What follows belongs to an exercise in optimizing a design on an open flow for small area, a short achievable clock period and few clock cycles per item; a production flow would make more cautious choices. Only simulation tests tie the RTL to the original design; equivalence was not proved.

Setup of run A:
==> flow/design.v (excerpt) <==
module tau_arith (
    input  wire        clk,
    input  wire        rst,           
    input  wire        in_valid,
    output wire        in_ready,
    input  wire        in_fn,         
    input  wire [63:0] in_a,
    input  wire [63:0] in_b,
    output reg         out_valid,
    output reg  [63:0] out_result,
    output reg         out_range
);
export LEC_CHECK = 0
export CAP_MARGIN = 20
export CORE_MARGIN = 2
export CORE_UTILIZATION = 40
export SLEW_MARGIN = 20
create_clock -name core_clock -period 14.0 [get_ports {clk}]
standard.sh (not shown) runs the stock make flow with config.mk's settings and CLKGATE_MAP_FILE= SYNTH_SCRIPT=/design/flow/synth_recipe.tcl, a recipe that flattens the netlist after the stock synthesis.
==> flow/flow/run.sh <==
#!/bin/bash
# The standard layout, with repair_timing asked for more setup slack than the
# clock period needs (so that it sizes the critical paths up), and the port
# buffers made with sky130_fd_sc_hd__buf_2.
set -euo pipefail
bash standard.sh SETUP_SLACK_MARGIN=7 "BUFFER_PORTS_ARGS=-buffer_cell sky130_fd_sc_hd__buf_2" finish > standard_make.log 2>&1
Testbench counts of run A, summed over its fixed seeds: cycles 40,239, items 16,000.
Relative to run A, the following input files were edited for run B:
==> flow/flow/run.sh <==
#!/bin/bash
# The standard layout, with repair_timing asked for more setup slack than the
# clock period needs, so that it sizes the critical paths up.
set -euo pipefail
bash standard.sh SETUP_SLACK_MARGIN=7 finish > standard_make.log 2>&1
### Flow results
Having completed the whole flow, run A delivered a layout that passed the timing, DRC and antenna checks. The final layout from run B, which completed every stage, passed the timing, DRC and antenna checks at the end of the flow. Between run B and run A, the time the final worst path needs with I/O delays and setup is higher for run A. Run B against run A: setup slack went up by 56 ps; clock-pin slew on the worst setup and hold paths was more or less identical; number of sinks driven by the clock tree was more or less identical; overall routing resource usage went up by 0.18 points. Looking at worst setup path endpoint, the out_result[27] result is from run B; the out_result[29] one comes from run A. The final reports for run B and run A show area added between synthesis and finish higher in the former.
The inputs of run C differ from those of run B as listed below.
==> flow/flow/run.sh <==
#!/bin/bash
# The standard layout, with repair_timing asked for more setup slack than the
# clock period needs (so that it sizes the critical paths up), and the port
# buffers made with sky130_fd_sc_hd__buf_1.
set -euo pipefail
bash standard.sh SETUP_SLACK_MARGIN=7 "BUFFER_PORTS_ARGS=-buffer_cell sky130_fd_sc_hd__buf_1" finish > standard_make.log 2>&1
### Flow results
Against run B as the reference, run C delivers a lower post-synthesis to final-layout area growth. Run C and run B ended up with nearly the same clock transition time at the flip-flop clock pins of the worst setup and hold paths. Run C falls short of run B in wire length. Run C vs run B, per-cell routed wire length went up by 0.41 um. Relative to run B, the final design utilization of run C is lower by 1.6 points.
Here is what was changed in the inputs of run D compared with run C.
==> flow/flow/run.sh <==
#!/bin/bash
# The standard layout, with repair_timing asked for more setup slack than the
# clock period needs (so that it sizes the critical paths up), and the port
# buffers made with sky130_fd_sc_hd__buf_2.
set -euo pipefail
bash standard.sh SETUP_SLACK_MARGIN=7 TNS_END_PERCENT=5 "BUFFER_PORTS_ARGS=-buffer_cell sky130_fd_sc_hd__buf_2" finish > standard_make.log 2>&1
==> results.txt <==
Run D vs run C: count of clock buffers in the final design down by more than 10%. As far as fraction of the core area covered by cells at the end of the flow is concerned, run C and run D perform about the same. Between run C and run D, the difference in area after synthesis is negligible. When run D is measured against run C, its routed length on met1 turns out about 4% lower. [run D] met3 usage rose 1.5 points relative to run C. Run comparison: run D capturing instance or port of the critical path out_result[27]; run C capturing instance or port of the critical path out_result[26]. Run D against run C: clock tree cell share of total cell area fell by 0.23 points, worst setup slack after layout lower, critical path depth rose by 1. From run C to run D the numbers moved as follows: wire length went down about 2.3%, hold slack went down 22 ps, global-route wire length before repair went down 2.3 mm.
[inputs] run E vs run D
==> flow/flow/run.sh <==
#!/bin/bash
# The standard layout, with repair_timing asked for more setup slack than the
# clock period needs (so that it sizes the critical paths up), and the port
# buffers made with sky130_fd_sc_hd__buf_2.
set -euo pipefail
bash standard.sh SETUP_SLACK_MARGIN=7 TNS_END_PERCENT=30 "BUFFER_PORTS_ARGS=-buffer_cell sky130_fd_sc_hd__buf_2" finish > standard_make.log 2>&1
--- outcome ---
Having completed the whole flow, run E delivered a layout that passed the timing, DRC and antenna checks. As far as vias per cell is concerned, run E and run D perform about the same. Compared to run D, run E has final critical delay including setup and external delays 37 ps lower. Changes observed in run E relative to run D: number of non-filler instances in the completed layout closely matched the old numbers; via count neither gained nor lost much; routed wire length neither gained nor lost much.
Here is what was changed in the inputs of run F compared with run E.
==> flow/flow/run.sh <==
#!/bin/bash
# The standard layout, with repair_timing asked for more setup slack than the
# clock period needs (so that it sizes the critical paths up), and the port
# buffers made with sky130_fd_sc_hd__buf_2.
set -euo pipefail
bash standard.sh SETUP_SLACK_MARGIN=6.5 "BUFFER_PORTS_ARGS=-buffer_cell sky130_fd_sc_hd__buf_2" finish > standard_make.log 2>&1
Notes after the runs:
Comparing run F with run E, the number of nets in the final layout came out essentially unchanged.
XOR/XNOR share of the synthesized area: run F vs run E identical
Compared with run E, run F has less setup slack.
When run F is set beside run E, its sum of met3 wire segment lengths after detailed routing turns out to be about 1% larger.
Run E has a higher area growth from synthesis to layout than run F.
Relative to run E, the maximum frequency of run F is lower by 3.7%.
Run comparison: run E capturing instance or port of the critical path out_result[27]; run F capturing instance or port of the critical path out_result[24]


main:
The RTL this note starts from:
==> flow/design.v <==
module tau_arith (
    input  wire        clk,
    input  wire        rst,           
    input  wire        in_valid,
    output wire        in_ready,
    input  wire        in_fn,         
    input  wire [63:0] in_a,
    input  wire [63:0] in_b,
    output reg         out_valid,
    output reg  [63:0] out_result,
    output reg         out_range
);
    localparam [31:0] NS_PER_SEC = 32'd1_000_000_000;
    localparam [24:0] D5         = 25'd1_953_125;           
    reg        s1_v;
    reg        s1_fn;
    reg        s1_rng;            
    reg        s1_m1, s1_m3;      
    reg  [4:0] s1_k;              
    reg [31:0] s1_ahi;            
    reg [31:0] s1_d;              
    reg [31:0] s1_bhi;            
    reg [31:0] s1_xlo;            
    reg [29:0] s1_alo;            
    reg        busy;              
    reg  [3:0] cnt;               
    reg        first;             
    reg        one;               
    reg        kbig;              
    reg [35:0] dq;                
    wire last = (cnt == 4'd1);
    assign in_ready = busy ? last : !(s1_v && !s1_fn && !s1_rng);
    wire        in_abad = (in_a[31:0] >= NS_PER_SEC);
    wire        in_bbad = (in_b[31:0] >= NS_PER_SEC);
    wire [31:0] in_d    = in_a[63:32] - in_b[63:32];
    wire        in_m1   = (&in_b[63:31]) | ~(|in_b[63:31]);    
    wire        in_m3   = (&in_b[63:40]) | ~(|in_b[63:40]);    
    always @(posedge clk) begin
        s1_fn  <= in_fn;
        s1_rng <= in_abad | (in_fn & in_bbad);
        s1_m1  <= in_m1;
        s1_m3  <= in_m3;
        s1_k[0] <= ~in_fn & in_m1;
        s1_k[1] <= ~in_fn & ~in_m1 & in_m3;
        s1_k[2] <= ~in_fn & ~in_m3;
        s1_k[3] <= in_fn & ~in_d[31];
        s1_k[4] <= in_fn & in_d[31];
        s1_ahi <= in_a[63:32];
        s1_d   <= in_fn ? in_d : 32'd0;
        s1_bhi <= in_fn ? 32'd0 : in_b[63:32];
        s1_xlo <= in_fn ? ~in_b[31:0] : in_b[31:0];
        s1_alo <= in_a[29:0];
        if (rst)
            s1_v <= 1'b0;
        else
            s1_v <= in_valid & in_ready;
    end
    wire [31:0] du = s1_d;
    wire [31:0] dn = ~s1_d;
    wire [64:0] kc = {~(s1_k[2]), ~(s1_k[2]), ~(s1_k[4]), 1'b1, 1'b1, 1'b1,
        (s1_k[4]), 1'b1, 1'b1, (s1_k[4]), 1'b1, ~(s1_k[4]),
        1'b1, 1'b1, (s1_k[4]), 1'b1, (s1_k[4]), 1'b1,
        ~(s1_k[3]), (s1_k[3] | s1_k[4]), (s1_k[3] | s1_k[4]), (s1_k[3]), (s1_k[3] | s1_k[4]), (s1_k[3]),
        ~(s1_k[0] | s1_k[2]), (s1_k[3] | s1_k[4]), (s1_k[3] | s1_k[4]), (s1_k[3] | s1_k[4]), (s1_k[3] | s1_k[4]), (s1_k[3] | s1_k[4]),
        (s1_k[3] | s1_k[4]), (s1_k[3] | s1_k[4]), ~(s1_k[1] | s1_k[2]), 1'b0, 1'b0, (s1_k[0] | s1_k[1]),
        1'b0, (s1_k[0] | s1_k[2]), ~(s1_k[1]), (s1_k[0]), (s1_k[1] | s1_k[2]), ~(s1_k[2]),
        1'b0, (s1_k[1] | s1_k[2]), 1'b0, (s1_k[0] | s1_k[2]), ~(s1_k[0] | s1_k[1]), (s1_k[0]),
        1'b1, 1'b0, (s1_k[3] | s1_k[4]), ~(s1_k[3] | s1_k[4]), ~(s1_k[3] | s1_k[4]), (s1_k[1]),
        1'b0, (s1_k[0] | s1_k[2]), 1'b0, 1'b0, 1'b0, 1'b0,
        1'b0, 1'b0, 1'b0, 1'b0, (s1_k[3] | s1_k[4])};
    wire [64:0] sum  = kc + {s1_bhi[31], s1_bhi, s1_xlo} + {35'd0, s1_alo}
        + {24'd0, du, 9'd0} + {22'd0, du, 11'd0} + {19'd0, dn, 14'd0}
        + {17'd0, dn, 16'd0} + {15'd0, dn, 18'd0} + {12'd0, du, 21'd0}
        + {10'd0, dn, 23'd0} + {7'd0, dn, 26'd0} + {3'd0, du, 30'd0};
    wire [55:0] u_v = sum[64:9];
    reg  [20:0] r_init;
    reg  [35:0] dq_init;
    reg  [3:0]  cnt_init;
    always @(*) begin
        if (s1_m1) begin
            r_init   = u_v[24:4];
            dq_init  = {u_v[3:0], 32'd0};
            cnt_init = 4'd1;
        end else if (s1_m3) begin
            r_init   = u_v[32:12];
            dq_init  = {u_v[11:0], 24'd0};
            cnt_init = 4'd3;
        end else begin
            r_init   = {1'b0, u_v[55:36]};
            dq_init  = u_v[35:0];
            cnt_init = 4'd9;
        end
    end
    wire [20:0] rem  = out_result[29:9];
    wire [24:0] rp   = {rem, dq[35:32]};
    wire [16:0] ge;
    genvar gi;
    assign ge[0]  = 1'b1;
    assign ge[16] = 1'b0;
    generate
        for (gi = 1; gi < 16; gi = gi + 1) begin : g_cmp
            assign ge[gi] = (rp >= gi * D5);
        end
    endgenerate
    wire [15:0] sel = ge[15:0] & ~ge[16:1];
    reg [3:0]  d;
    reg [20:0] k, kp;
    integer j;
    always @(*) begin
        d = 4'd0;
        k = 21'd0;
        for (j = 0; j < 16; j = j + 1) begin
            case (j)
                4'd0: kp = 21'd0;
                4'd1: kp = 21'd144027;
                4'd2: kp = 21'd288054;
                4'd3: kp = 21'd432081;
                4'd4: kp = 21'd576108;
                4'd5: kp = 21'd720135;
                4'd6: kp = 21'd864162;
                4'd7: kp = 21'd1008189;
                4'd8: kp = 21'd1152216;
                4'd9: kp = 21'd1296243;
                4'd10: kp = 21'd1440270;
                4'd11: kp = 21'd1584297;
                4'd12: kp = 21'd1728324;
                4'd13: kp = 21'd1872351;
                4'd14: kp = 21'd2016378;
                4'd15: kp = 21'd63253;
                default: kp = 21'd0;
            endcase
            if (sel[j]) begin
                d = d | j[3:0];
                k = k | kp;
            end
        end
    end
    wire [20:0] r_step = rp[20:0] + k;
    wire [31:0] sec_b = out_result[63:32];
    reg  [31:0] sec_add;
    always @(*) begin
        if (!last)
            sec_add = kbig ? -32'd633437445 : -32'd1100;
        else if (one)
            sec_add = {{28{d < 4'd5}}, d - 4'd5};
        else
            sec_add = {dq[27:0], d};
    end
    wire [31:0] sec_v = sec_b + sec_add;
    always @(posedge clk) begin
        if (rst) begin
            busy      <= 1'b0;
            out_valid <= 1'b0;
        end else if (busy) begin
            dq    <= {dq[31:0], d};
            cnt   <= cnt - 4'd1;
            first <= 1'b0;
            out_result[29:9] <= r_step;
            if (first || last)
                out_result[63:32] <= sec_v;
            if (last) begin
                busy      <= 1'b0;
                out_valid <= 1'b1;
                out_range <= 1'b0;
            end else begin
                out_valid <= 1'b0;
            end
        end else if (s1_v) begin
            if (s1_rng) begin
                out_valid  <= 1'b1;
                out_result <= 64'd0;
                out_range  <= 1'b1;
            end else if (s1_fn) begin
                out_valid  <= 1'b1;
                out_result <= sum[63:0];
                out_range  <= 1'b0;
            end else begin
                out_valid  <= 1'b0;
                busy       <= 1'b1;
                first      <= 1'b1;
                one        <= s1_m1;
                kbig       <= ~s1_m3;
                cnt        <= cnt_init;
                dq         <= dq_init;
                out_result <= {s1_ahi, 2'b00, r_init, sum[8:0]};
            end
        end else begin
            out_valid <= 1'b0;
        end
    end
endmodule
==> flow/config.mk <==
export PLATFORM = sky130hd
export DESIGN_NAME = tau_arith
export DESIGN_NICKNAME = tau_arith
export VERILOG_FILES = /design/flow/design.v
export SDC_FILE = /design/flow/constraint.sdc
export NUM_CORES = 4
export LEC_CHECK = 0
export CAP_MARGIN = 20
export CORE_MARGIN = 2
export CORE_UTILIZATION = 65
export PLACE_DENSITY = 0.75
export SLEW_MARGIN = 20
==> flow/constraint.sdc <==
create_clock -name core_clock -period 14.0 [get_ports {clk}]
set_input_delay 2.8000 -clock core_clock [delete_from_list [all_inputs] [get_ports {clk}]]
set_output_delay 2.8000 -clock core_clock [all_outputs]
set_load 0.01 [all_outputs]
run.sh (not shown) runs the stock make flow with config.mk's settings and CLKGATE_MAP_FILE= SYNTH_SCRIPT=/design/flow/synth_recipe.tcl, a recipe that flattens the netlist after the stock synthesis.
Stock flow here: none of the scripts above is used.
No stage failed in main, and the final checks on the layout all came back clean.
Testbench counts of main, summed over its fixed seeds: cycles 44,315, items 16,000.
> inputs changed (main -> the feature branch)
- clearing PLACE_DENSITY, which used to be 0.75
- swapping 65 for 40 in CORE_UTILIZATION
==> results.txt <==
Across the feature branch and main, the outcome is the same: a clean finish for every run.
main -> the feature branch: wire length of the first global-routing pass decreased by a few percent
Per the comparison of the feature branch with main, routed wire length now smaller; part of the cycle the worst path needs now smaller.
Delta (the feature branch minus main): routed via count saw a decrease; final standard cell area without fillers saw an increase.
Run comparison: the feature branch topmost layer with routed signal wires met4; main topmost layer with routed signal wires met5

-- afterwards: timing with drivers on the ports --
The flow's constraints put no driver on any port. The routed layouts listed below were extracted and timed again, unchanged, in two steps.
Step 1 sets driving cells, clkbuf_16 on the clock port and buf_2 on the other inputs (assumed; they add their load-dependent delay and slew).
Step 2 adds t to the input delays and takes it off the output delays; t is the mean of the earliest and latest rising clock arrival at the registers after step 1. Input paths then give back, and output paths get back, about the clock's delay inside the block.
Slacks: no drivers / after step 1 / after step 2; pairs: no drivers / after step 1.
run | t (ns) | setup WS [ns] | worst setup path at the end
run A | 0.674 | 7.190 / 7.190 / 7.190 | register to register
run B | 0.617 | 7.247 / 7.247 / 7.247 | register to register
run C | 0.607 | 7.177 / 7.177 / 7.177 | register to register
run D | 0.674 | 7.113 / 7.113 / 7.113 | register to register
run E | 0.675 | 7.150 / 7.150 / 7.150 | register to register
run F | 0.674 | 6.888 / 6.888 / 6.888 | register to register
main | 0.621 | 5.927 / 5.927 / 5.927 | register to register
the feature branch | 0.623 | 6.051 / 6.051 / 6.051 | register to register
After both steps setup and hold are still met in every run listed.
